What follows belongs to an exercise in optimizing a design on an open flow for small area and a short achievable clock period; a production flow would make more cautious choices. Function was checked by simulation only, so behaviour that the tests miss may differ from the original.

trial 14:
## ecc80_codec
module ecc80_codec (
    input  wire        clk,
    input  wire        rst,
    input  wire        enc_valid_i,
    input  wire [63:0] enc_data_i,
    output reg         enc_valid_o,
    output reg  [15:0] enc_check_o,
    input  wire        dec_valid_i,
    input  wire [79:0] dec_cw_i,
    output reg         dec_valid_o,
    output reg  [63:0] dec_data_o,
    output reg  [15:0] dec_check_o,
    output reg  [1:0]  dec_err_o
);
Size in the first run: roughly 380 flip-flops, about 250 I/O pins.
clock: 22.0 ns
lec_check: 0
cap_margin: 20
core_margin: 2
core_utilization: 50
place_density: 0.65
slew_margin: 70
standard.sh (not shown) runs the stock make flow with config.mk's settings and CLKGATE_MAP_FILE= SYNTH_SCRIPT=/design/flow/synth_recipe.tcl, a recipe that flattens the netlist after the stock synthesis.
==> flow/flow/run.sh <==
#!/bin/bash
# The standard layout (the standard.sh), with four changes:
#  - synthesis maps the logic with flow/abc_map.script (an area-oriented ABC
#    mapping: dch, map -a, then ABC's own buffering and sizing) in place of
#    ORFS's abc_speed.script. It runs on a copy of ORFS's scripts folder in
#    which only abc_speed.script is replaced; flip-flops are mapped before ABC
#    runs, so the registers are exactly those of the standard synthesis;
#  - synthesis runs without Yosys's extract_fa (ADDER_MAP_FILE empty), so the
#    parity and GF(2^7) logic is not cut into half-adder cells before ABC;
#  - clock tree synthesis runs without dummy loads (-dont_use_dummy_load),
#    with sink clusters of at most 25 sinks and 70 um;
#  - the buffers that buffer_ports puts on every input and output port are
#    sky130_fd_sc_hd__buf_1 instead of the cell OpenROAD picks by default.
# Each make call's whole output goes to its own log in the work folder
# (synth.log, standard.log); ORFS also keeps each step's log under orfs/logs/.
set -euo pipefail
cd "$(dirname "$0")/.."
rm -rf synth_scripts
cp -r "$FLOW_HOME/scripts" synth_scripts
cp flow/abc_map.script synth_scripts/abc_speed.script
bash standard.sh "ADDER_MAP_FILE=" "SCRIPTS_DIR=$PWD/synth_scripts" synth > synth.log 2>&1
bash standard.sh "ADDER_MAP_FILE=" "BUFFER_PORTS_ARGS=-buffer_cell sky130_fd_sc_hd__buf_1" \
    "CTS_ARGS=-sink_clustering_enable -repair_clock_nets -dont_use_dummy_load -sink_clustering_size 25 -sink_clustering_max_diameter 70" finish > standard.log 2>&1
==> flow/flow/abc_map.script <==
strash
dch
map -a
topo
stime -c
buffer -c
upsize -c
dnsize -c
Changes in trial 6 relative to trial 14:
# trial 14
export LEC_CHECK = 0
export CAP_MARGIN = 20
export CORE_MARGIN = 2
export CORE_UTILIZATION = 50
export PLACE_DENSITY = 0.65
export SLEW_MARGIN = 70
create_clock -name core_clock -period 22.0 [get_ports {clk}]
# trial 6
export LEC_CHECK = 0
export CAP_MARGIN = 20
export CORE_MARGIN = 2
export CORE_UTILIZATION = 55
export PLACE_DENSITY = 0.7
export SLEW_MARGIN = 78
create_clock -name core_clock -period 22.0 [get_ports {clk}]
- Trial 6: full flow OK, the timing, DRC and antenna checks passed
- In the tables for trial 14 and trial 6, layout overhead on the synthesized area reads lower with trial 14.
- Trial 6 ended with more highest cell delay on the worst timing path than trial 14.
- Looking at average detailed-routed wire length per instance, trial 6 sits 1.1 µm above trial 14.
- For the row count, trial 6 came in 4.4% lower than trial 14 did.
- Changes observed in trial 6 relative to trial 14: routed wire length saw an increase; time the worst path needs with I/O delays and setup saw an increase.

* * *

== before ==
ecc80_codec, a different RTL version from the one above (not shown whole).
Size in the first run: about 360 flip-flops, about 250 I/O pins, roughly 0.017 mm^2 of cells after synthesis.
==> flow/config.mk <==
export PLATFORM = sky130hd
export DESIGN_NAME = ecc80_codec
export DESIGN_NICKNAME = ecc80_codec
export VERILOG_FILES = /design/flow/design.v
export SDC_FILE = /design/flow/constraint.sdc
export NUM_CORES = 4
export LEC_CHECK = 0
export CAP_MARGIN = 20
export CORE_MARGIN = 2
export CORE_UTILIZATION = 55
export PLACE_DENSITY = 0.7
export SLEW_MARGIN = 70
==> flow/constraint.sdc <==
create_clock -name core_clock -period 22.0 [get_ports {clk}]
set_input_delay 4.4000 -clock core_clock [delete_from_list [all_inputs] [get_ports {clk}]]
set_output_delay 4.4000 -clock core_clock [all_outputs]
set_load 0.01 [all_outputs]
==> flow/flow/run.sh <==
#!/bin/bash
# The standard layout (the standard.sh), with four changes:
#  - synthesis maps the logic with flow/abc_map.script (an area-oriented ABC
#    mapping: dch, map -a, then ABC's own buffering and sizing) in place of
#    ORFS's abc_speed.script. It runs on a copy of ORFS's scripts folder in
#    which only abc_speed.script is replaced; flip-flops are mapped before ABC
#    runs, so the registers are exactly those of the standard synthesis;
#  - synthesis runs without Yosys's extract_fa (ADDER_MAP_FILE empty), so the
#    parity and GF(2^7) logic is not cut into half-adder cells before ABC;
#  - clock tree synthesis runs without dummy loads (-dont_use_dummy_load);
#  - the buffers that buffer_ports puts on every input and output port are
#    sky130_fd_sc_hd__buf_1 instead of the cell OpenROAD picks by default.
# Each make call's whole output goes to its own log in the work folder
# (synth.log, standard.log); ORFS also keeps each step's log under orfs/logs/.
set -euo pipefail
cd "$(dirname "$0")/.."
rm -rf synth_scripts
cp -r "$FLOW_HOME/scripts" synth_scripts
cp flow/abc_map.script synth_scripts/abc_speed.script
bash standard.sh "ADDER_MAP_FILE=" "SCRIPTS_DIR=$PWD/synth_scripts" synth > synth.log 2>&1
bash standard.sh "ADDER_MAP_FILE=" "BUFFER_PORTS_ARGS=-buffer_cell sky130_fd_sc_hd__buf_1" \
    "CTS_ARGS=-sink_clustering_enable -repair_clock_nets -dont_use_dummy_load -sink_clustering_size 25 -sink_clustering_max_diameter 70" finish > standard.log 2>&1
Scripts as last shown in full above: flow/flow/abc_map.script
before has completed all stages; timing, DRC and antenna checks passed.
diff inputs: before => after
- SLEW_MARGIN: 70 -> 85
diff --git a/flow/flow/run.sh b/flow/flow/run.sh
--- a/flow/flow/run.sh
+++ b/flow/flow/run.sh
@@ -10 +10,2 @@
-#  - clock tree synthesis runs without dummy loads (-dont_use_dummy_load);
+#  - clock tree synthesis runs without dummy loads (-dont_use_dummy_load),
+#    with sink clusters of at most 25 sinks and 70 um;
==> comparison <==
before | status: complete | timing, DRC, antenna: pass. after failed in global routing with GRT-0232. In terms of deepest clock path buffer count, before and after differ only marginally. Width of the die essentially unchanged between after and before. Number of register bits inferred by synthesis across after and before: no real change. Against before, after comes in 35% higher on cell area reported after detailed placement. Cell count after placement (after / before): 1.12.

* * *

== build 65 ==
RTL: one of the versions met above, not the one the previous note started from.
Size: roughly 380 flip-flops, about 250 I/O pins.
export LEC_CHECK = 0
export CAP_MARGIN = 20
export CORE_MARGIN = 2
export CORE_UTILIZATION = 55
export PLACE_DENSITY = 0.7
export SLEW_MARGIN = 70
create_clock -name core_clock -period 22.0 [get_ports {clk}]
==> flow/flow/run.sh <==
#!/bin/bash
# The standard layout (the standard.sh), with four changes:
#  - synthesis maps the logic with flow/abc_map.script (an area-oriented ABC
#    mapping: dch, map -a, then ABC's own buffering and sizing) in place of
#    ORFS's abc_speed.script. It runs on a copy of ORFS's scripts folder in
#    which only abc_speed.script is replaced; flip-flops are mapped before ABC
#    runs, so the registers are exactly those of the standard synthesis;
#  - synthesis runs without Yosys's extract_fa (ADDER_MAP_FILE empty), so the
#    parity and GF(2^7) logic is not cut into half-adder cells before ABC;
#  - clock tree synthesis runs without dummy loads (-dont_use_dummy_load),
#    with sink clusters of at most 25 sinks and 70 um;
#  - the buffers that buffer_ports puts on every input and output port are
#    sky130_fd_sc_hd__buf_1 instead of the cell OpenROAD picks by default.
# Each make call's whole output goes to its own log in the work folder
# (synth.log, standard.log); ORFS also keeps each step's log under orfs/logs/.
set -euo pipefail
cd "$(dirname "$0")/.."
rm -rf synth_scripts
cp -r "$FLOW_HOME/scripts" synth_scripts
cp flow/abc_map.script synth_scripts/abc_speed.script
bash standard.sh "ADDER_MAP_FILE=" "SCRIPTS_DIR=$PWD/synth_scripts" synth > synth.log 2>&1
bash standard.sh "ADDER_MAP_FILE=" "BUFFER_PORTS_ARGS=-buffer_cell sky130_fd_sc_hd__buf_1" \
    "CTS_ARGS=-sink_clustering_enable -repair_clock_nets -dont_use_dummy_load -sink_clustering_size 25 -sink_clustering_max_diameter 70" finish > standard.log 2>&1
Scripts as last shown in full above: flow/flow/abc_map.script
Build 65 went all the way through synthesis, placement and routing and the layout is clean on timing, DRC and antenna.
Relative to build 65, the following input files were edited for build 49:
--- a/flow/config.mk
+++ b/flow/config.mk
@@ -12 +12 @@
-export SLEW_MARGIN = 70
+export SLEW_MARGIN = 60
## What came out
- Changes observed in build 49 relative to build 65: fmax went down by 3.2%, post-detailed-routing wire length now sits at about the same level, non-filler instance count after layout neither gained nor lost much, utilization went down 1.0 points.
> inputs changed (build 49 -> build 60)
--- a/flow/flow/run.sh
+++ b/flow/flow/run.sh
@@ -23 +23 @@
-    "CTS_ARGS=-sink_clustering_enable -repair_clock_nets -dont_use_dummy_load -sink_clustering_size 25 -sink_clustering_max_diameter 70" finish > standard.log 2>&1
+    "CTS_ARGS=-sink_clustering_enable -repair_clock_nets -dont_use_dummy_load -sink_clustering_size 30 -sink_clustering_max_diameter 60" finish > standard.log 2>&1
--- a/flow/config.mk
+++ b/flow/config.mk
@@ -12 +12 @@
-export SLEW_MARGIN = 60
+export SLEW_MARGIN = 70
Results
- Of the two values seen for last element of the critical path, dec_check_o[0] was produced by build 60 and dec_check_o[1]$_DFF_P_ by build 49.
- Global-route wire length before repair: build 60 vs build 49 up about 1.2%
- Build 49 → build 60: synthesized net count held steady, upper clock frequency limit grew by about 3.3%.

* * *

Another version of the RTL of ecc80_codec (not shown whole).
Size: about 250 I/O pins.
==> flow/config.mk <==
export PLATFORM = sky130hd
export DESIGN_NAME = ecc80_codec
export DESIGN_NICKNAME = ecc80_codec
export VERILOG_FILES = /design/flow/design.v
export SDC_FILE = /design/flow/constraint.sdc
export NUM_CORES = 4
export LEC_CHECK = 0
export CAP_MARGIN = 20
export CORE_MARGIN = 2
export CORE_UTILIZATION = 55
export PLACE_DENSITY = 0.7
export SLEW_MARGIN = 20
==> flow/constraint.sdc <==
create_clock -name core_clock -period 22.0 [get_ports {clk}]
set_input_delay 4.4000 -clock core_clock [delete_from_list [all_inputs] [get_ports {clk}]]
set_output_delay 4.4000 -clock core_clock [all_outputs]
set_load 0.01 [all_outputs]
==> flow/flow/run.sh <==
#!/bin/bash
# The standard layout (the standard.sh on the ORFS finish target), with one
# change: the buffers that buffer_ports puts on every input and output port are
# sky130_fd_sc_hd__buf_1 instead of the cell OpenROAD picks by default.
# The whole make output goes to standard.log in the work folder; ORFS also
# keeps each step's own log under orfs/logs/.
set -euo pipefail
cd "$(dirname "$0")/.."
bash standard.sh "BUFFER_PORTS_ARGS=-buffer_cell sky130_fd_sc_hd__buf_1" finish > standard.log 2>&1
==> next run, changes <==
- SLEW_MARGIN: 20 -> 70
=> The changed run finished clean; setup slack improved by 0.22 ns; global-route usage is higher by 0.90 points; via count is higher by 1.2%; count of clock-buffer cells in the layout is lower by 3; final area is higher by 5.3%; area after synthesis stays the same; routed wire length is higher by 2.7%; worst hold slack got worse by 0.027 ns.
==> next run, changes <==
==> flow/flow/run.sh (replaced) <==
#!/bin/bash
# The standard layout (the standard.sh on the ORFS finish target), with two
# changes:
#  - synthesis runs without Yosys's extract_fa (ADDER_MAP_FILE empty), so the
#    parity and GF(2^7) logic is not cut into half-adder cells before ABC;
#  - the buffers that buffer_ports puts on every input and output port are
#    sky130_fd_sc_hd__buf_1 instead of the cell OpenROAD picks by default.
# The whole make output goes to standard.log in the work folder; ORFS also
# keeps each step's own log under orfs/logs/.
set -euo pipefail
cd "$(dirname "$0")/.."
bash standard.sh "ADDER_MAP_FILE=" "BUFFER_PORTS_ARGS=-buffer_cell sky130_fd_sc_hd__buf_1" finish > standard.log 2>&1
- register-to-register slack is better by 0.45 ns
- first-iteration DRC count went down by 1.0%

-- static timing again, ports no longer ideal --
How much do the figures lean on ideal ports? The routed layouts below were timed once more, with nothing changed but the port constraints.
Step 1 (the two cells are an assumption about what drives the block):
set clk [get_ports {clk}]
set_driving_cell -lib_cell sky130_fd_sc_hd__clkbuf_16 $clk
set_driving_cell -lib_cell sky130_fd_sc_hd__buf_2 [delete_from_list [all_inputs] $clk]
Step 2 adds t to the input delays and takes it off the output delays; t is the mean of the earliest and latest rising clock arrival at the registers after step 1. Input paths then give back, and output paths get back, about the clock's delay inside the block.
a / b / c = no drivers / after step 1 / after step 2; a / b = the first two.
run | t (ns) | setup WS [ns] | worst setup path at the end | latest minus earliest clock arrival (ns) | worst data-port slew with drivers (ns)
trial 14 | 0.589 | 16.427 / 16.373 / 16.054 | input to register | 0.129 / 0.129 | 0.06
trial 6 | 0.579 | 16.173 / 16.173 / 16.021 | input to register | 0.084 / 0.084 | 0.06
before | 0.561 | 16.224 / 16.244 / 15.682 | input to register | 0.088 / 0.087 | 0.06
build 65 | 0.556 | 16.474 / 16.421 / 16.074 | input to register | 0.102 / 0.102 | 0.06
build 49 | 0.583 | 16.294 / 16.294 / 15.903 | input to register | 0.073 / 0.073 | 0.07
build 60 | 0.583 | 16.477 / 16.423 / 16.028 | input to register | 0.058 / 0.058 | 0.07
the first run of note 4 | 0.581 | 16.027 / 16.047 / 15.477 | input to register | 0.025 / 0.026 | 0.07
the second run of note 4 | 0.588 | 16.245 / 16.277 / 15.689 | input to register | 0.038 / 0.038 | 0.07
the third run of note 4 | 0.574 | 16.184 / 16.213 / 15.639 | input to register | 0.025 / 0.026 | 0.09
After both steps every run listed still meets setup and hold. The setup slack of the second run of note 4, which loses most, moves by +0.032 ns with the drivers and by -0.556 ns with both steps.
